From an optimization exercise on the open Yosys and OpenROAD flow, aimed at small area, a short achievable clock period and few clock cycles; shortcuts taken in it are not production practice.
Only simulation tests tie the RTL to the original design; equivalence was not proved.

==> flow/design.v (excerpt) <==
module aes256_core (
    input  wire         clk,
    input  wire         rst_n,      
    input  wire         start,      
    input  wire [255:0] key,
    input  wire [127:0] block_in,
    output wire         ready,
    output wire         done,       
    output wire [127:0] block_out
);
  reg [127:0] sa;
  reg [255:0] ka;
  reg [3:0]   ra;         
  reg         va;         
  reg         fa;         
  reg [127:0] sb_in;
  reg [63:0]  sb_mid;
  reg [255:0] kb;
  reg [15:0]  kb_mid;
  reg [3:0]   rb;
  reg         vb;
  reg [127:0] out_q;
  reg         done_q;
  reg         ready_q;
  assign ready     = ready_q;
  assign done      = done_q;
  assign block_out = out_q;
  genvar i;
  function [7:0] xtime(input [7:0] b);
    xtime = {b[6:0], 1'b0} ^ (b[7] ? 8'h1b : 8'h00);
  endfunction
  function [31:0] mix_column(input [31:0] col);
    reg [7:0] a0, a1, a2, a3;
    begin
      a0 = col[31:24]; a1 = col[23:16]; a2 = col[15:8]; a3 = col[7:0];
      mix_column[31:24] = xtime(a0) ^ (xtime(a1) ^ a1) ^ a2 ^ a3;
      mix_column[23:16] = a0 ^ xtime(a1) ^ (xtime(a2) ^ a2) ^ a3;
      mix_column[15:8]  = a0 ^ a1 ^ xtime(a2) ^ (xtime(a3) ^ a3);
      mix_column[7:0]   = (xtime(a0) ^ a0) ^ a1 ^ a2 ^ xtime(a3);
    end
  endfunction
  wire [127:0] mc = {mix_column(sa[127:96]), mix_column(sa[95:64]),
                     mix_column(sa[63:32]),  mix_column(sa[31:0])};
  wire [127:0] x  = (fa ? sa : mc) ^ ka[255:128];    
  wire [63:0]  xm;
  generate
    for (i = 0; i < 16; i = i + 1) begin : g_f
      aes_sbox_f u_f (.a(x[127-8*i -: 8]), .m(xm[63-4*i -: 4]));
    end
  endgenerate
  wire [31:0] kw  = ka[31:0];
  wire [31:0] kwr = ra[0] ? {kw[23:0], kw[31:24]} : kw;
  wire [15:0] kwm;
  generate
    for (i = 0; i < 4; i = i + 1) begin : g_kf
      aes_sbox_f u_f (.a(kwr[31-8*i -: 8]), .m(kwm[15-4*i -: 4]));
    end
  endgenerate
  wire [127:0] sbo;
  generate
    for (i = 0; i < 16; i = i + 1) begin : g_b
      aes_sbox_b u_b (.a(sb_in[127-8*i -: 8]), .m(sb_mid[63-4*i -: 4]),
                      .s(sbo[127-8*i -: 8]));
    end
  endgenerate
  wire [127:0] sr;
  generate
  ...
clock: 8.0 ns
lec_check: 0
cap_margin: 20
core_margin: 2
core_utilization: 50
place_density: 0.6
setup_slack_margin: 4.8
slew_margin: 20
standard.sh (not shown) runs the stock make flow with config.mk's settings and CLKGATE_MAP_FILE= SYNTH_SCRIPT=/design/flow/synth_recipe.tcl, a recipe that flattens the netlist after the stock synthesis.
==> flow/flow/run.sh <==
#!/bin/bash
# The standard layout, with one change in synthesis: Yosys's ABC maps the
# combinational logic with an area-oriented script (abc_area.script here:
# strash; dch; amap) instead of ORFS's. Registers and their names are those of
# the standard synthesis; timing is then repaired by the standard flow.
set -euo pipefail
W=$PWD
rm -rf "$W/scripts_abc"
cp -r "$FLOW_HOME/scripts" "$W/scripts_abc"
cp "$W/flow/abc_area.script" "$W/scripts_abc/abc_area.script"
bash standard.sh SCRIPTS_DIR="$W/scripts_abc" ABC_AREA=1 synth > "$W/synth.log" 2>&1
bash standard.sh > "$W/layout.log" 2>&1
==> flow/flow/abc_area.script <==
strash
dch
amap
The baseline aborted during global routing (5_1_grt) with GRT-0232.
Testbench counts at the start, summed over its fixed seeds: cycles 17,936.
Then changed:
==> flow/run.sh (new file) <==
#!/bin/bash
# synth_recipe.tcl (not shown) runs the flow's synth.tcl, then flattens the netlist and writes it again
# the make line also repeats each setting of config.mk as NAME=value (left out here)
make -C /OpenROAD-flow-scripts/flow DESIGN_CONFIG=/design/flow/config.mk WORK_HOME=/design/flow/orfs CLKGATE_MAP_FILE= SYNTH_SCRIPT=/design/flow/synth_recipe.tcl finish
removed: flow/flow/run.sh
removed: flow/flow/abc_area.script
removed: flow/standard.sh
The new run went through all stages and came out clean.
Synthesized cell count shrinks by 13%.
Synthesized area came out higher by 20%.

aes256_core, a different RTL version from the one above (not shown whole).
Size in the first run: ~5700 cells after synthesis, ~520 I/O pins, ~0.060 mm2 of cells after synthesis.
Settings: LEC_CHECK=0, CAP_MARGIN=20, CORE_MARGIN=2, CORE_UTILIZATION=50, PLACE_DENSITY=0.6, SETUP_SLACK_MARGIN=4.8, SLEW_MARGIN=20; clock period 8.0 ns.
==> flow/flow/run.sh <==
#!/bin/bash
# The standard layout with three changes:
#  - synthesis maps the combinational logic with ABC's &dch + &nf mapping
#    (flow/abc_area.script, run as ORFS's "area" script) instead of ORFS's
#    speed script, whose SOP balancing enlarges the XOR-heavy AES logic;
#    the registers and their names are those of the standard synthesis;
#  - the buffers that placement puts on every input and output port are
#    sky130_fd_sc_hd__buf_1 instead of the cell buffer_ports picks by itself
#    (a delay cell on this platform);
#  - the incremental repair after global routing is skipped (timing was
#    already repaired after clock tree synthesis).
set -euo pipefail
W=$PWD
rm -rf "$W/scripts_abc"
cp -r "$FLOW_HOME/scripts" "$W/scripts_abc"
cp "$W/flow/abc_area.script" "$W/scripts_abc/abc_area.script"
bash standard.sh SCRIPTS_DIR="$W/scripts_abc" ABC_AREA=1 synth > synth.log 2>&1
bash standard.sh 'BUFFER_PORTS_ARGS=-buffer_cell sky130_fd_sc_hd__buf_1' SKIP_INCREMENTAL_REPAIR=1 finish > layout.log 2>&1
==> flow/flow/abc_area.script <==
&get -n
&st
&dch
&nf
&put
Testbench counts at the start, summed over its fixed seeds: cycles 17,936.
Then changed:
--- a/flow/flow/run.sh
+++ b/flow/flow/run.sh
@@ -2,3 +2,3 @@
 # The standard layout with three changes:
-#  - synthesis maps the combinational logic with ABC's &dch + &nf mapping
+#  - synthesis maps the combinational logic with ABC's &nf mapper alone
 #    (flow/abc_area.script, run as ORFS's "area" script) instead of ORFS's
==> flow/flow/abc_area.script (replaced) <==
&get -n
&st
&nf
&put
Result: Area after synthesis came out higher by 4.8%; cell area goes up by 6.6%; maximum frequency grows by 2.2%; cell count climbs by 3.1%; clock-buffer cell count went down by 14; via count goes down by 0.72%; sequential cell count does not change.
Then changed:
==> flow/run.sh (new file) <==
#!/bin/bash
# synth_recipe.tcl (not shown) runs the flow's synth.tcl, then flattens the netlist and writes it again
# the make line also repeats each setting of config.mk as NAME=value (left out here)
make -C /OpenROAD-flow-scripts/flow DESIGN_CONFIG=/design/flow/config.mk WORK_HOME=/design/flow/orfs CLKGATE_MAP_FILE= SYNTH_SCRIPT=/design/flow/synth_recipe.tcl finish
removed: flow/flow/run.sh
removed: flow/flow/abc_area.script
removed: flow/standard.sh
Worst setup slack degrades by 0.045 ns.
Synthesized cell count grows by 22%.
Cell count rises by 14%.
Global-route usage climbs by 3.3 points.
Register-to-register slack got worse by 0.05 ns.
Cell area increases by 12%.
Then changed:
==> flow/flow/run.sh (new file) <==
#!/bin/bash
# The standard layout with one change: the buffers that placement puts on
# every input and output port are sky130_fd_sc_hd__buf_2 instead of the cell
# buffer_ports picks by itself (a delay cell on this platform).
set -euo pipefail
bash standard.sh 'BUFFER_PORTS_ARGS=-buffer_cell sky130_fd_sc_hd__buf_2' finish > layout.log 2>&1
==> flow/standard.sh (new file) <==
#!/bin/bash
# synth_recipe.tcl (not shown) runs the flow's synth.tcl, then flattens the netlist and writes it again
# the make line also repeats each setting of config.mk as NAME=value (left out here)
make -C /OpenROAD-flow-scripts/flow DESIGN_CONFIG=/design/flow/config.mk WORK_HOME=/design/flow/orfs CLKGATE_MAP_FILE= SYNTH_SCRIPT=/design/flow/synth_recipe.tcl "${@:-finish}"
removed: flow/run.sh
What happened: Maximum frequency rose by 5.5%; area after synthesis does not change; routed wire length barely changes; setup slack is better by 0.18 ns; first-iteration DRC count climbs by 10%.

run A:
aes256_core again, from the RTL that the note above started with.
==> flow/design.v (excerpt) <==
module aes256_core (
    input  wire         clk,
    input  wire         rst_n,      
    input  wire         start,      
    input  wire [255:0] key,
    input  wire [127:0] block_in,
    output wire         ready,
    output wire         done,       
    output wire [127:0] block_out
);
export LEC_CHECK = 0
export CAP_MARGIN = 20
export CORE_MARGIN = 2
export CORE_UTILIZATION = 50
export PLACE_DENSITY = 0.6
export SETUP_SLACK_MARGIN = 4.8
export SLEW_MARGIN = 20
create_clock -name core_clock -period 8.0 [get_ports {clk}]
==> flow/flow/run.sh <==
#!/bin/bash
# The standard layout with three changes:
#  - synthesis maps the combinational logic with ABC's &nf mapper alone
#    (flow/abc_area.script, run as ORFS's "area" script) instead of ORFS's
#    speed script, whose SOP balancing enlarges the XOR-heavy AES logic;
#    the registers and their names are those of the standard synthesis;
#  - the buffers that placement puts on every input and output port are
#    sky130_fd_sc_hd__buf_2 instead of the cell buffer_ports picks by itself
#    (a delay cell on this platform);
#  - the incremental repair after global routing is skipped (timing was
#    already repaired after clock tree synthesis).
set -euo pipefail
W=$PWD
rm -rf "$W/scripts_abc"
cp -r "$FLOW_HOME/scripts" "$W/scripts_abc"
cp "$W/flow/abc_area.script" "$W/scripts_abc/abc_area.script"
bash standard.sh SCRIPTS_DIR="$W/scripts_abc" ABC_AREA=1 synth > synth.log 2>&1
bash standard.sh 'BUFFER_PORTS_ARGS=-buffer_cell sky130_fd_sc_hd__buf_2' SKIP_INCREMENTAL_REPAIR=1 finish > layout.log 2>&1
==> flow/flow/abc_area.script <==
&get -n
&st
&nf
&put
The flow did not stop early for run A: all stages ran, and the layout cleared the timing, DRC and antenna checks.
Testbench counts of run A, summed over its fixed seeds: cycles 17,936.
For run E, these inputs were changed with respect to run A:
==> flow/flow/run.sh <==
#!/bin/bash
# The standard layout with two changes: the buffers that placement puts on
# every input and output port are sky130_fd_sc_hd__buf_2 instead of the cell
# buffer_ports picks by itself (a delay cell on this platform), and the
# incremental repair after global routing is skipped (timing was already
# repaired after clock tree synthesis).
set -euo pipefail
bash standard.sh 'BUFFER_PORTS_ARGS=-buffer_cell sky130_fd_sc_hd__buf_2' SKIP_INCREMENTAL_REPAIR=1 finish > layout.log 2>&1
removed: flow/flow/abc_area.script
Findings:
[compare] base=run A new=run E: instance count after placement with tap cells included grew by 1034, worst path setup slack after routing grew by 0.012 ns.
sky130_fd_sc_hd__mux2i_2 as the cell type of the slowest stage on the worst timing path was reported by run A, and sky130_fd_sc_hd__dfxtp_2 by run E.
Run A → run E: worst relative slew slack went down, synthesized cell count grew by 22%, count of clock-buffer cells in the layout lower.
| number of multi-input combinational cells in the layout | higher: run E |
Going from run A to run E, maximum number of pins on one net before global-route repair fell 51, global router's overall resource usage rose by 3.1 points, number of global-route vias before repair went up, post-synthesis instance area increased 3.9%.

[separate check: timing with driven ports]
How much do the figures lean on ideal ports? The routed layouts below were timed once more, with nothing changed but the port constraints. Step 1 (the two cells are an assumption about what drives the block):
set clk [get_ports {clk}]
set_driving_cell -lib_cell sky130_fd_sc_hd__clkbuf_16 $clk
set_driving_cell -lib_cell sky130_fd_sc_hd__buf_2 [delete_from_list [all_inputs] $clk]
Step 2 also shifts input and output timing later by t, the mid clock arrival at the registers, as if the neighbouring blocks saw the same clock. a / b / c = no drivers / after step 1 / after step 2; a / b = the first two.
| run | t (ns) | setup slack, ns | worst hold slack (ns) | worst setup path after step 2 | worst register clock-pin slew, ns |
|---|---|---|---|---|---|
| the second run of note 1 | 0.841 | 4.615 / 4.615 / 4.615 | 0.320 / 0.320 / 0.320 | register to register | 0.08 / 0.08 |
| the first run of note 2 | 0.782 | 4.555 / 4.555 / 4.555 | 0.320 / 0.320 / 0.320 | register to register | 0.07 / 0.07 |
| the second run of note 2 | 0.802 | 4.631 / 4.631 / 4.631 | 0.317 / 0.317 / 0.317 | register to register | 0.07 / 0.07 |
| the third run of note 2 | 0.831 | 4.586 / 4.586 / 4.586 | 0.300 / 0.300 / 0.300 | register to register | 0.07 / 0.07 |
| the fourth run of note 2 | 0.829 | 4.764 / 4.764 / 4.764 | 0.320 / 0.320 / 0.320 | register to register | 0.07 / 0.07 |
| run A | 0.802 | 4.633 / 4.633 / 4.633 | 0.319 / 0.319 / 0.319 | register to register | 0.07 / 0.07 |
| run E | 0.820 | 4.645 / 4.645 / 4.645 | 0.318 / 0.318 / 0.318 | register to register | 0.07 / 0.07 |
After both steps setup and hold are still met in every run listed.
